From an optimization exercise on the open Yosys and OpenROAD flow, aimed at small area and a short achievable clock period; shortcuts taken in it are not production practice. Function not checked in this run: the RTL went through the layout flow alone.

**flow/config.mk**
```make
export PLATFORM = sky130hd
export DESIGN_NAME = ecc_bch_codec
export DESIGN_NICKNAME = ecc_bch_codec
export VERILOG_FILES = /design/flow/design.v
export SDC_FILE = /design/flow/constraint.sdc
export NUM_CORES = 4
export LEC_CHECK = 0
export CAP_MARGIN = 20
export CORE_MARGIN = 2
export CORE_UTILIZATION = 40
export SLEW_MARGIN = 20
```
**flow/constraint.sdc**
```tcl
create_clock -name core_clock -period 34.0 [get_ports {clk}]
set_input_delay 6.8000 -clock core_clock [delete_from_list [all_inputs] [get_ports {clk}]]
set_output_delay 6.8000 -clock core_clock [all_outputs]
set_load 0.01 [all_outputs]
```
**flow/design.v**
```verilog
module ecc_bch_codec (
    input  wire        clk,
    input  wire        rst,           
    input  wire        in_valid,
    input  wire [63:0] in_wdata,      
    input  wire [63:0] in_rdata,      
    input  wire [15:0] in_rcheck,     
    output reg         out_valid,
    output reg  [15:0] out_wcheck,    
    output reg  [63:0] out_data,      
    output reg         out_ce,        
    output reg         out_ue,        
    output reg  [1:0]  out_nbits      
);
    localparam [13:0] G_LOW = 14'h0377;
    localparam [8*79-1:0] ALPHA1 = 632'h4e27576f737d7a3d5a2d52295028140a054623556e375f6b717c3e1f4b61743a1d4a25562b516c361b496030180c06034566335d6a355e2f536d7239582c160b416432194824120940201008040201;
    localparam [8*79-1:0] ALPHA3 = 632'h700e677b3c433b34422a27733d522805555f7c4b3a25511b3006666a2f722c4119122004444c4d5c4f7e691c477f780f76680d544e6f7a2d500a2337711f744a2b36600c455d5e6d580b3224400801;
    function automatic [6:0] gf_mul(input [6:0] x, input [6:0] y);
        reg [6:0] acc, t;
        integer k;
        begin
            acc = 7'd0;
            t   = x;
            for (k = 0; k < 7; k = k + 1) begin
                if (y[k]) acc = acc ^ t;
                t = {t[5:0], 1'b0} ^ (t[6] ? 7'h09 : 7'h00);
            end
            gf_mul = acc;
        end
    endfunction
    function automatic [6:0] gf_inv(input [6:0] x);
        reg [6:0] sq, r;
        integer k;
        begin
            sq = x;
            r  = 7'd1;
            for (k = 0; k < 6; k = k + 1) begin
                sq = gf_mul(sq, sq);
                r  = gf_mul(r, sq);
            end
            gf_inv = r;
        end
    endfunction
    function automatic [13:0] bch_rem(input [64:0] m);
        reg [13:0] r;
        reg        fb;
        integer k;
        begin
            r = 14'd0;
            for (k = 64; k >= 0; k = k - 1) begin
                fb = m[k] ^ r[13];
                r  = {r[12:0], 1'b0} ^ (fb ? G_LOW : 14'd0);
            end
            bch_rem = r;
        end
    endfunction
    function automatic [15:0] encode(input [63:0] d);
        reg        dpar;
        reg [13:0] rem;
        begin
            dpar   = ^d;
            rem    = bch_rem({dpar, d});
            encode = {^{rem, d, dpar}, dpar, rem};
        end
    endfunction
    wire [15:0] wcheck = encode(in_wdata);
    wire [79:0] rword = {in_rcheck[15], in_rcheck[14], in_rdata, in_rcheck[13:0]};
    reg [6:0] s1, s3;
    integer i;
    always @(*) begin
        s1 = 7'd0;
        s3 = 7'd0;
        for (i = 0; i < 79; i = i + 1) begin
            if (rword[i]) begin
                s1 = s1 ^ ALPHA1[8*i +: 7];
                s3 = s3 ^ ALPHA3[8*i +: 7];
            end
        end
    end
    wire       par      = ^rword;
    wire       syn_zero = (s1 == 7'd0) && (s3 == 7'd0);
    wire [6:0] s1_sq    = gf_mul(s1, s1);
    wire [6:0] s1_cube  = gf_mul(s1_sq, s1);
    wire       single   = (s1 != 7'd0) && (s3 == s1_cube);
    wire [6:0] kprod    = gf_mul(s3, gf_inv(s1)) ^ s1_sq;
    reg [78:0] hit1, hit2;
    reg [6:0]  ai, ai_sq;
    always @(*) begin
        for (i = 0; i < 79; i = i + 1) begin
            ai      = ALPHA1[8*i +: 7];
            ai_sq   = gf_mul(ai, ai);
            hit1[i] = (ai == s1);
            hit2[i] = ((ai_sq ^ gf_mul(s1, ai) ^ kprod) == 7'd0);
        end
    end
    reg [6:0] n_hit2;
    always @(*) begin
        n_hit2 = 7'd0;
        for (i = 0; i < 79; i = i + 1)
            n_hit2 = n_hit2 + {6'd0, hit2[i]};
    end
    reg [78:0] flip;
    reg        d_ce, d_ue;
    reg [1:0]  d_nbits;
    always @(*) begin
        flip    = 79'd0;
        d_ce    = 1'b0;
        d_ue    = 1'b0;
        d_nbits = 2'd0;
        if (syn_zero) begin
            if (par) begin
                d_ce    = 1'b1;
                d_nbits = 2'd1;
            end
        end else if (par) begin
            if (single && (hit1 != 79'd0)) begin
                flip    = hit1;
                d_ce    = 1'b1;
                d_nbits = 2'd1;
            end else begin
                d_ue = 1'b1;
            end
        end else if (single) begin
            if (hit1 != 79'd0) begin
                flip    = hit1;
                d_ce    = 1'b1;
                d_nbits = 2'd2;
            end else begin
                d_ue = 1'b1;
            end
        end else if ((s1 != 7'd0) && (n_hit2 == 7'd2)) begin
            flip    = hit2;
            d_ce    = 1'b1;
            d_nbits = 2'd2;
        end else begin
            d_ue = 1'b1;
        end
    end
    wire [63:0] cdata = in_rdata ^ flip[77:14];
    always @(posedge clk) begin
        if (rst) begin
            out_valid  <= 1'b0;
            out_wcheck <= 16'd0;
            out_data   <= 64'd0;
            out_ce     <= 1'b0;
            out_ue     <= 1'b0;
            out_nbits  <= 2'd0;
        end else begin
            out_valid  <= in_valid;
            out_wcheck <= wcheck;
            out_data   <= cdata;
            out_ce     <= d_ce;
            out_ue     <= d_ue;
            out_nbits  <= d_nbits;
        end
    end
endmodule
```
**flow/run.sh**
```bash
#!/bin/bash
# synth_recipe.tcl (not shown) runs the flow's synth.tcl, then flattens the netlist and writes it again
# the make line also repeats each setting of config.mk as NAME=value (left out here)
make -C /OpenROAD-flow-scripts/flow DESIGN_CONFIG=/design/flow/config.mk WORK_HOME=/design/flow/orfs CLKGATE_MAP_FILE= SYNTH_SCRIPT=/design/flow/synth_recipe.tcl finish
```
==> metrics.cfg <==
[run_status]
status = finished clean

[route]
num_vias = 28400
wirelength_um = 136000
antenna_left = 0
drt_first_pass_iters = 6
viasPerCell = 5.87
drtIter0Drc = 3714
drc = 0
drt-wirelength-per-cell_um = 28.0

[timing]
setup_violations = 0
period_share_pct = 94.2
fmax_mhz = 31.2
slew_viol_final = 0
rsz0062_at_grt = false
worstMarginPinSlew_ns = 1.24
final_hold_viol_count = 0
slew_headroom_pct = 17.4
fin_crit_ns = 32.04
setup_tns_ns = 0

[clock_tree]
cts.hold.buffers_added = 0
htree_num_levels = 3
clock_path_buffers = 2
cts_tree = done
clkTransAtPathRegs_ns = 0.07
cts_resized = 0
clock-root-buffer = clkbuf_16
cts_setup_buffers = 0
cts_buffers = 9
cts_sinks = 85

[yosys]
synthTopCellsByCount = xnor2_1 (1145), nor2_1 (338), xor2_1 (271), nand2_1 (228), clkbuf_1 (129)
netlist_instances = 3697
synth_flop_cell = dfxtp_1
synth_cell_type_count = 112
yosys_warnings = 1
yosys.area.top_type = xnor2_1
async_flop_share_pct = 0
yosys-top-cells-area = xnor2_1 (33%), xnor3_1 (8.7%), xor2_1 (7.7%), dfxtp_1 (5.5%), fa_1 (4.4%)
synth_most_common_cell = xnor2_1
avgSynthCellArea_um2 = 8.32
synth-seq-cells = 85
syn_area_um2 = 30700
synth_fp_nets = 3940
synth_edf_count = 0
synth_top_area_share_pct = 32.6
ys_seq_area_share_pct = 5.53

[finish]
nets = 4051
drive_gt1_share_pct = 7.84
multi_input_area_um2 = 27700
area_growth_pct = 12.5
seqCellArea_um2 = 1700
nFillCells = 7626

[worst_hold_path]
hold_path.class = in -> reg
min_path_cells = 2
holdPathEnd = out_valid
hold_path.startpoint = in_valid

[flow_run]
cap_violations = 0

[die]
floorplan.rows = 101
initial_core_util_pct = 40.4
die_w_um = 281
die_y_um = 281
pin_count = 232
dieArea_um2 = 79100
core_area_um2 = 76100

[worst_setup_path]
cp_data_required_time_ns = 34.21
path_class = in -> reg
cp.arrival_ns = 32.25
cp-end-kind = flop
cp_max_fo = 29
worst_path_largest_cell_delay_ns = 0.94
crit_buf_inv = 7
slowest_stage = xor3_2
start_kind = primary input
cp_common_cell = fa_1
path_delay_family = XOR/XNOR gates

[grt]
grt-ovfl-total = 0
grt_max_degree = 86
grt_pass1_vias = 27200
grt_pass1_wl_um = 194000
grtUsageTotal_pct = 33.4
antenna_found_initial = 2

[placement]
dp_hpwl_um = 105000
port_buffers = 231
place_congestion = 1.05

[how the worst max path moves through the flow]
stage | depth (start not counted) | startpoint | to | slack, ns
2_1_floorplan | 80 | in_rdata[61] | out_data[7] | 5.57
3_3_place_gp | 62 | in_rdata[13] | out_data[61] | 1.95
3_5_place_dp | 64 | in_rdata[13] | out_data[61] | 1.88
4_1_cts | 64 | in_rdata[13] | out_data[61] | 2.18
5_1_grt | 65 | in_rdata[13] | out_data[61] | 0.84
6_report | 65 | in_rdata[13] | out_data[61] | 1.96
[through the flow]
step	setup WS, ns	instances	area [um2]	util (%)	hold slack [ns]
floorplan	5.57	3697	30700	-	6.93
finish	1.96	4845	34600	45.5	7.13
global placement	1.95	4826	34200	45.0	7.52
detailed placement	1.88	4826	34300	45.0	7.50
global route	0.841	4843	34600	45.4	7.13
CTS	2.18	4842	34600	45.4	7.12
[cell families after synthesis]
logic type	share of synthesized area (%)
XOR/XNOR	55.2
AND/OR/NAND/NOR	15.6
AO/OA/AOI/OAI	11.7
buffers and inverters	5.10
adder cells (fa/ha/maj)	5.57
flip-flops	5.53
multiplexers	1.33
[per-layer routing]
layer	GRT usage, %	vias to the layer above	part of all wire (%)
met5	0	-	0.0081
met4	14.9	2	5.6
met3	8.22	376	11
met2	51.5	1710	43
met1	43.9	13700	40
li1	-	12700	-
[cell type report]
class                      count  area share, %
tap                         1030           3.73
timing repair buffer         355           9.40
multi-input combinational   3263           80.0
antenna                        2         0.0145
sequential                    85           4.92
inverter                      94           1.04
clock buffer                   9          0.651
clock inverter                 7          0.213
[state kept, by name, indices dropped and copies added (netlist names)]
name        cells
out_data       64
out_wcheck     16
out_nbits       2
out_ce          1
out_ue          1
out_valid       1
[layout by cell type, fill, tap and decap left out, types with 13 or more instances in the layout]
cell type	synthesis	layout
a211o_1	13	13
a211oi_1	26	25
a21oi_1	98	98
a22oi_1	24	24
and2_1	20	20
and3_1	31	31
buf_4	24	122
clkdlybuf4s50_1	0	230
dfxtp_1	85	85
fa_1	68	68
ha_1	28	27
inv_1	82	81
mux2i_1	34	34
nand2_1	228	228
nand3_1	102	102
nand4_1	37	37
nor2_1	338	337
nor3_1	92	92
nor3b_1	16	16
nor4_1	31	28
o2111ai_1	14	14
o211ai_1	25	25
o21ai_0	63	63
o22ai_1	36	36
o2bb2ai_1	15	15
o32ai_1	17	17
or3_1	27	27
xnor2_1	1145	1133
xnor2_2	39	50
xnor2_4	12	13
xnor3_1	119	114
xnor3_2	10	13
xor2_1	271	269
xor3_1	16	15

re-timing with driven ports:
How much do the figures lean on ideal ports? The routed layout below was timed once more, with nothing changed but the port constraints.
Step 1: set_driving_cell puts a clkbuf_16 on clk and a buf_2 on each other input, an assumption about the parent block.
Step 2 adds t to the input delays and takes it off the output delays; t is the mean of the earliest and latest rising clock arrival at the registers after step 1. Input paths then give back, and output paths get back, about the clock's delay inside the block.
a / b / c = ideal / step 1 / step 2; a / b = the first two.
t, ns: 0.394
setup slack, ns: 1.957 / 1.954 / 1.560
latest minus earliest clock arrival (ns): 0.020 / 0.020
worst data-port slew with drivers (ns): 0.12
After both steps setup and hold are still met in this run. For this run, drivers alone change the setup slack by -0.003 ns; drivers and shift together by -0.397 ns.
